This is an optimization exercise on Yosys and OpenROAD, whose aim is small area, a short achievable clock period and few clock cycles, not a production implementation. The RTL was checked by simulation tests, not by an equivalence proof against the original design. Power is estimated from default activity; no workload was simulated.

[flow/run.sh]
#!/bin/bash
# synth_recipe.tcl (not shown) runs the flow's synth.tcl, then flattens the netlist and writes it again
# the make line also repeats each setting of config.mk as NAME=value (left out here)
make -C /OpenROAD-flow-scripts/flow DESIGN_CONFIG=/design/flow/config.mk WORK_HOME=/design/flow/orfs CLKGATE_MAP_FILE= SYNTH_SCRIPT=/design/flow/synth_recipe.tcl finish
[flow/design.v]
module sched_queue (
    input  wire        clk,
    input  wire        rst,
    input  wire        tick,         
    input  wire        step_valid,   
    input  wire [63:0] step_ht,
    input  wire        cmd_valid,    
    input  wire [63:0] cmd_at,
    input  wire [3:0]  cmd_class,    
    input  wire        cmd_strict,
    input  wire [19:0] cmd_lead,
    input  wire [7:0]  cmd_tag,
    output wire        ready,
    output wire [63:0] ht_now,
    output reg         rsp_valid,
    output reg  [2:0]  rsp_status,
    output reg  [7:0]  rsp_tag,
    output reg         rsp_high,
    output wire        ex_valid,
    output wire [7:0]  ex_tag,
    output wire        ex_late
);
    localparam NENT     = 8;
    localparam IW       = 3;             
    localparam HIGH_ON  = 7;             
    localparam HIGH_OFF = 6;             
    localparam [2:0] ST_QUEUED    = 3'd0;
    localparam [2:0] ST_BUSY      = 3'd1;
    localparam [2:0] ST_BAD_PARAM = 3'd2;
    localparam [2:0] ST_LATE      = 3'd3;
    localparam [2:0] ST_NOW       = 3'd4;
    reg [63:0] ht;
    reg [IW:0] count;
    reg        high_armed;
    reg [NENT-1:0] e_valid;
    reg [63:0]     e_tick  [0:NENT-1];
    reg [3:0]      e_class [0:NENT-1];
    reg            e_late  [0:NENT-1];
    reg [7:0]      e_tag   [0:NENT-1];
    reg [NENT-1:0] due;
    reg            any_due;
    reg [IW-1:0]   sel;
    reg [63:0]     best_tick;
    reg [3:0]      best_class;
    integer i;
    always @(*) begin
        any_due    = 1'b0;
        sel        = {IW{1'b0}};
        best_tick  = 64'd0;
        best_class = 4'd0;
        for (i = 0; i < NENT; i = i + 1) begin
            due[i] = e_valid[i] && (e_tick[i] <= ht);
            if (due[i]) begin
                if (!any_due ||
                    e_tick[i] < best_tick ||
                    (e_tick[i] == best_tick && e_class[i] < best_class)) begin
                    sel        = i[IW-1:0];
                    best_tick  = e_tick[i];
                    best_class = e_class[i];
                end
                any_due = 1'b1;
            end
        end
    end
    assign ready    = !any_due;
    assign ht_now   = ht;
    assign ex_valid = any_due;
    assign ex_tag   = e_tag[sel];
    assign ex_late  = e_late[sel] || (e_tick[sel] < ht);
    wire [64:0] limit    = {1'b0, ht} + 65'h400_0000_0000;    
    wire [64:0] earliest = {1'b0, ht} + {45'd0, cmd_lead};
    wire        too_far  = {1'b0, cmd_at} > limit;
    wire        is_late  = {1'b0, cmd_at} < earliest;
    wire        bad_cls  = (cmd_class == 4'd0) || (cmd_class > 4'd10);
    wire        full     = (count == NENT);
    reg [2:0] status;
    always @(*) begin
        if (cmd_at == 64'd0)             status = ST_NOW;
        else if (bad_cls || too_far)     status = ST_BAD_PARAM;
        else if (is_late && cmd_strict)  status = ST_LATE;
        else if (full)                   status = ST_BUSY;
        else                             status = ST_QUEUED;
    end
    wire take_op = ready && !rst;
    wire insert  = take_op && cmd_valid && (status == ST_QUEUED);
    integer j;
    always @(posedge clk) begin
        if (rst) begin
            ht         <= 64'd0;
            count      <= {(IW+1){1'b0}};
            e_valid    <= {NENT{1'b0}};
            high_armed <= 1'b1;
            rsp_valid  <= 1'b0;
            rsp_status <= 3'd0;
            rsp_tag    <= 8'd0;
            rsp_high   <= 1'b0;
        end else begin
            rsp_valid <= 1'b0;
            rsp_high  <= 1'b0;
            if (count < HIGH_OFF)
                high_armed <= 1'b1;
            if (any_due) begin
                for (j = 0; j < NENT - 1; j = j + 1) begin
                    if (j >= sel) begin
                        e_valid[j] <= e_valid[j+1];
                        e_tick[j]  <= e_tick[j+1];
                        e_class[j] <= e_class[j+1];
                        e_late[j]  <= e_late[j+1];
                        e_tag[j]   <= e_tag[j+1];
                    end
                end
                e_valid[NENT-1] <= 1'b0;
                count <= count - 1'b1;
            end else begin
                if (cmd_valid) begin
                    rsp_valid  <= 1'b1;
                    rsp_status <= status;
                    rsp_tag    <= cmd_tag;
                end
                if (insert) begin
                    e_valid[count[IW-1:0]] <= 1'b1;
                    e_tick[count[IW-1:0]]  <= is_late ? earliest[63:0] : cmd_at;
                    e_class[count[IW-1:0]] <= cmd_class;
                    e_late[count[IW-1:0]]  <= is_late;
                    e_tag[count[IW-1:0]]   <= cmd_tag;
                    count <= count + 1'b1;
                    if (high_armed && (count + 1'b1 == HIGH_ON)) begin
                        rsp_high   <= 1'b1;
                        high_armed <= 1'b0;
                    end
                end
                if (step_valid)
                    ht <= step_ht;
                else if (tick)
                    ht <= ht + 64'd1;
            end
        end
    end
endmodule
[flow/constraint.sdc]
create_clock -name core_clock -period 52.0 [get_ports {clk}]
set_input_delay 10.4000 -clock core_clock [delete_from_list [all_inputs] [get_ports {clk}]]
set_output_delay 10.4000 -clock core_clock [all_outputs]
set_load 0.01 [all_outputs]
[flow/config.mk]
export PLATFORM = sky130hd
export DESIGN_NAME = sched_queue
export DESIGN_NICKNAME = sched_queue
export VERILOG_FILES = /design/flow/design.v
export SDC_FILE = /design/flow/constraint.sdc
export NUM_CORES = 4
export LEC_CHECK = 0
export CAP_MARGIN = 20
export CORE_MARGIN = 2
export CORE_UTILIZATION = 40
export SLEW_MARGIN = 20
==> metrics.md <==
| Metric | Value |
|---|---|
| Status | timing/DRC/antenna clean |
| Worst path max stage delay | 1.04 ns |
| Die Ht | 420 um |
| Initial antenna violation count | 27 |
| IO buf count | 253 |
| Share of cells above drive strength 1 | 6.83% |
| Post-route ant nets | 0 |
| Hold Fails Final Rpt | 0 |
| Switch share | 51.6% |
| Pint | 2530 uW |
| Synthesized cell area | 69,200 um2 |
| Setup bufs post-CTS | 0 |
| Num rows | 152 |
| CP Capture Type | output pin |
| Slew Viols, Final | 0 |
| Async S/R FF share, synth | 0% |
| Synth Instances | 7,862 |
| Yosys reg bits | 706 |
| Comb power frac | 62.5% |
| RSZ-0062 raised after global routing | no |
| EDFF count, synth | 616 |
| CP max-delay cell | o41ai_1 |
| Reg power frac | 24.6% |
| # clock sinks | 706 |
| HPWL Detailed | 251,000 um |
| Die X-Extent | 420 um |
| CTS tree | yes |
| Pwr dens | 67.4 nW/um2 |
| CP max FO | 150 |
| Minimum clock period | 50.35 ns |
| Final setup viols | 0 |
| Vias in the first global route | 62.7k |
| CTS H-tree lvls | 3 |
| Largest net degree at the start of global routing | 151 |
| Crit path DAT | 39.95 ns |
| Worst Skew | 0.0336 ns |
| Crit Path Category | flip-flop to output pin |
| Maximum VDD drop | 78.9 uV |
| Fmax | 19.9 MHz |
| IO Count | 254 |
| DR WL/cell | 31.3 um |
| Placed Area | 74,600 um2 |
| Reg2reg path depth | 104 |
| Final WL | 326,000 um |
| Yosys cell types | 98 |
| Syn Area/Cell | 8.81 um2 |
| TritonCTS Buffers | 90 |
| Avg Vias per Cell | 6.40 |
| Final GP Congestion | 1.04 |
| CTS Buffer Depth | 3 |
| Most common flop cell mapped by yosys | edfxtp_1 |
| Leakage Power | 0.0314 uW |
| NetSw | 2700 uW |
| Seq/Total Area, Yosys | 29.3% |
| Post-route cell area | 77,700 um2 |
| Via count | 66.5k |
| Most frequent cells in the layout | 1,239 x nand2_1, 1,199 x ha_1, 701 x o21ai_0 |
| Cts repair resizes | 0 |
| Initial Util | 40.3% |
| CP Launch Type | flip-flop |
| Die footprint | 176,000 um2 |
| Syn Nets | 9,229 |
| DRC viols | 0 |
| Hold Path Stages | 2 |
| Root buf cell | clkbuf_16 |
| Clk network pwr share | 12.9% |
| Initial drt markers | 8,320 |
| Nets | 9,373 |
| Worst Path Required | 41.60 ns |
| Later-pin clock latency in the skew report | 0.76 ns |
| Layout area overhead | 12.3% |
| Slew headroom | 10.5% |
| Most frequent CP cell | o21ai_0 |
| Commonest non-fill, non-tap cell in the layout | nand2_1 |
| Worst-Margin Slew | 1.34 ns |
| CTS clk-pin slew, worst paths | 0.06 ns |
| # hold bufs at CTS | 0 |
| Gr usage total | 36.1% |
| First-pass GRT wire length | 458,000 um |
| Grt total ovfl | 0 |
| Worst hold path class | flip-flop to flip-flop |
| Core box area | 172,000 um2 |
| Max-cap violations | 0 |
| TNS Setup | 0 ns |
| Synth warn | 1 |
| DR pass1 iterations | 6 |
| Final period util | 96.8% |
cells by family after synthesis:
| logic type | share of synthesized area, % |
|---|---|
| XOR/XNOR | 1.08 |
| flip-flops | 29.3 |
| multiplexers | 7.15 |
| AO/OA/AOI/OAI | 21.3 |
| buffers and inverters | 3.72 |
| AND/OR/NAND/NOR | 15.7 |
| adder cells (fa/ha/maj) | 21.7 |
stage by stage:
stage	power, uW	setup WS [ns]	utilization [%]	instances	hold slack [ns]
after CTS	5140	3.67	45.2	10389	0.497
after floorplan	3220	16.50	-	7862	0.446
after global placement	4400	4.72	43.4	10221	0.463
after global routing	5550	1.16	45.3	10394	0.530
final	5240	1.65	45.3	10396	0.495
after detailed placement	4450	4.53	43.5	10222	0.483
final cells by class:
type | instances | area (um2)
Clock buffer | 107 | 2340
Fill cell | 16599 | 94000
Sequential cell | 706 | 20300
Multi-Input combinational cell | 6524 | 46700
Clock inverter | 60 | 709
Antenna cell | 5 | 12.5
Tap cell | 2310 | 2890
Timing Repair Buffer | 405 | 3750
Inverter | 279 | 1050
synthesized netlist by cell type, drive strengths merged, types with 37 or more instances:
| cell type | n | area share, % |
|---|---|---|
| a211oi | 79 | 0.86 |
| a21o | 218 | 2.4 |
| a21oi | 443 | 3.2 |
| and3 | 37 | 0.33 |
| buf | 117 | 0.93 |
| clkbuf | 236 | 1.3 |
| dfxtp | 90 | 2.6 |
| edfxtp | 616 | 27 |
| ha | 1199 | 22 |
| inv | 274 | 1.5 |
| mux2 | 171 | 3.0 |
| mux2i | 285 | 4.2 |
| nand2 | 1243 | 6.7 |
| nand2b | 42 | 0.38 |
| nand3 | 156 | 1.1 |
| nand4 | 232 | 2.1 |
| nor2 | 385 | 2.1 |
| nor2b | 56 | 0.51 |
| nor3 | 92 | 0.68 |
| nor4 | 61 | 0.60 |
| o211ai | 114 | 1.5 |
| o21a | 265 | 2.9 |
| o21ai | 964 | 7.0 |
| xnor2 | 75 | 0.95 |
registers in the layout, summed over array words and instances, names as in the netlist:
| signal | count |
|---|---|
| e_tick | 512 |
| e_tag | 64 |
| ht | 64 |
| e_class | 32 |
| e_late | 8 |
| e_valid | 8 |
| rsp_tag | 8 |
| count | 4 |
| rsp_status | 3 |
| high_armed | 1 |
| rsp_high | 1 |
| rsp_valid | 1 |
critical path, delay by kind of cell, from the launching register on:
family                   cells  cell delay (ns)
AO/OA/AOI/OAI               56            17.41
adder cells (fa/ha/maj)      9             2.94
buffers and inverters       12             6.28
flip-flops                   1             0.63
multiplexers                 2             0.82
AND/OR/NAND/NOR             41            10.11
metal layers:
metal / up-vias / routed length (um) / global-route usage, %
met2: 3870 / 136000 / 53.5
met3: 730 / 35800 / 7.72
met1: 32042 / 136000 / 49.5
li1: 29833 / - / -
met5: - / 71 / 0
met4: 12 / 17800 / 17.8
path summary, 6_finish.rpt:
kind | startpoint | end | slack, ns
worst min register to register | rsp_status[1]$_SDFFE_PP0P_ | rsp_status[1]$_SDFFE_PP0P_ | 0.49
worst max-delay path | ht[59]$_SDFFE_PP0P_ | ex_late | 1.65
worst min-delay path | rsp_status[1]$_SDFFE_PP0P_ | rsp_status[1]$_SDFFE_PP0P_ | 0.49
worst max register to register | ht[59]$_SDFFE_PP0P_ | e_tag[4][7]$_DFFE_PP_ | 15.48
power groups by stage:
stage / logic [uW] / clock network (uW) / registers [uW]
floorplan: 2110 / 0 / 1110
global placement: 3120 / 0 / 1280
detailed placement: 3170 / 0 / 1280
CTS: 3190 / 679 / 1270
global route: 3560 / 697 / 1290
finish: 3270 / 674 / 1290
Testbench counts, summed over its fixed seeds: cycles 32,438.

## port drivers added, routing unchanged
The results above use ideal ports. As a check the final layout listed here was re-extracted and re-timed, cells and wires unchanged.
Step 1 sets driving cells, clkbuf_16 on the clock port and buf_2 on the other inputs (assumed; they add their load-dependent delay and slew).
Step 2 adds t to the input delays and takes it off the output delays; t is the mean of the earliest and latest rising clock arrival at the registers after step 1. Input paths then give back, and output paths get back, about the clock's delay inside the block.
Slacks: ideal / step 1 / step 2; pairs: ideal / step 1.
t, ns: 0.837
setup WS [ns]: 1.647 / 1.553 / 2.390
worst setup path at the end: register to output
worst register clock-pin slew, ns: 0.08 / 0.08
worst data-port slew with drivers (ns): 0.13
After both steps setup and hold are still met in this run. The setup slack of this run moves by -0.094 ns with the drivers and by +0.743 ns with both steps.
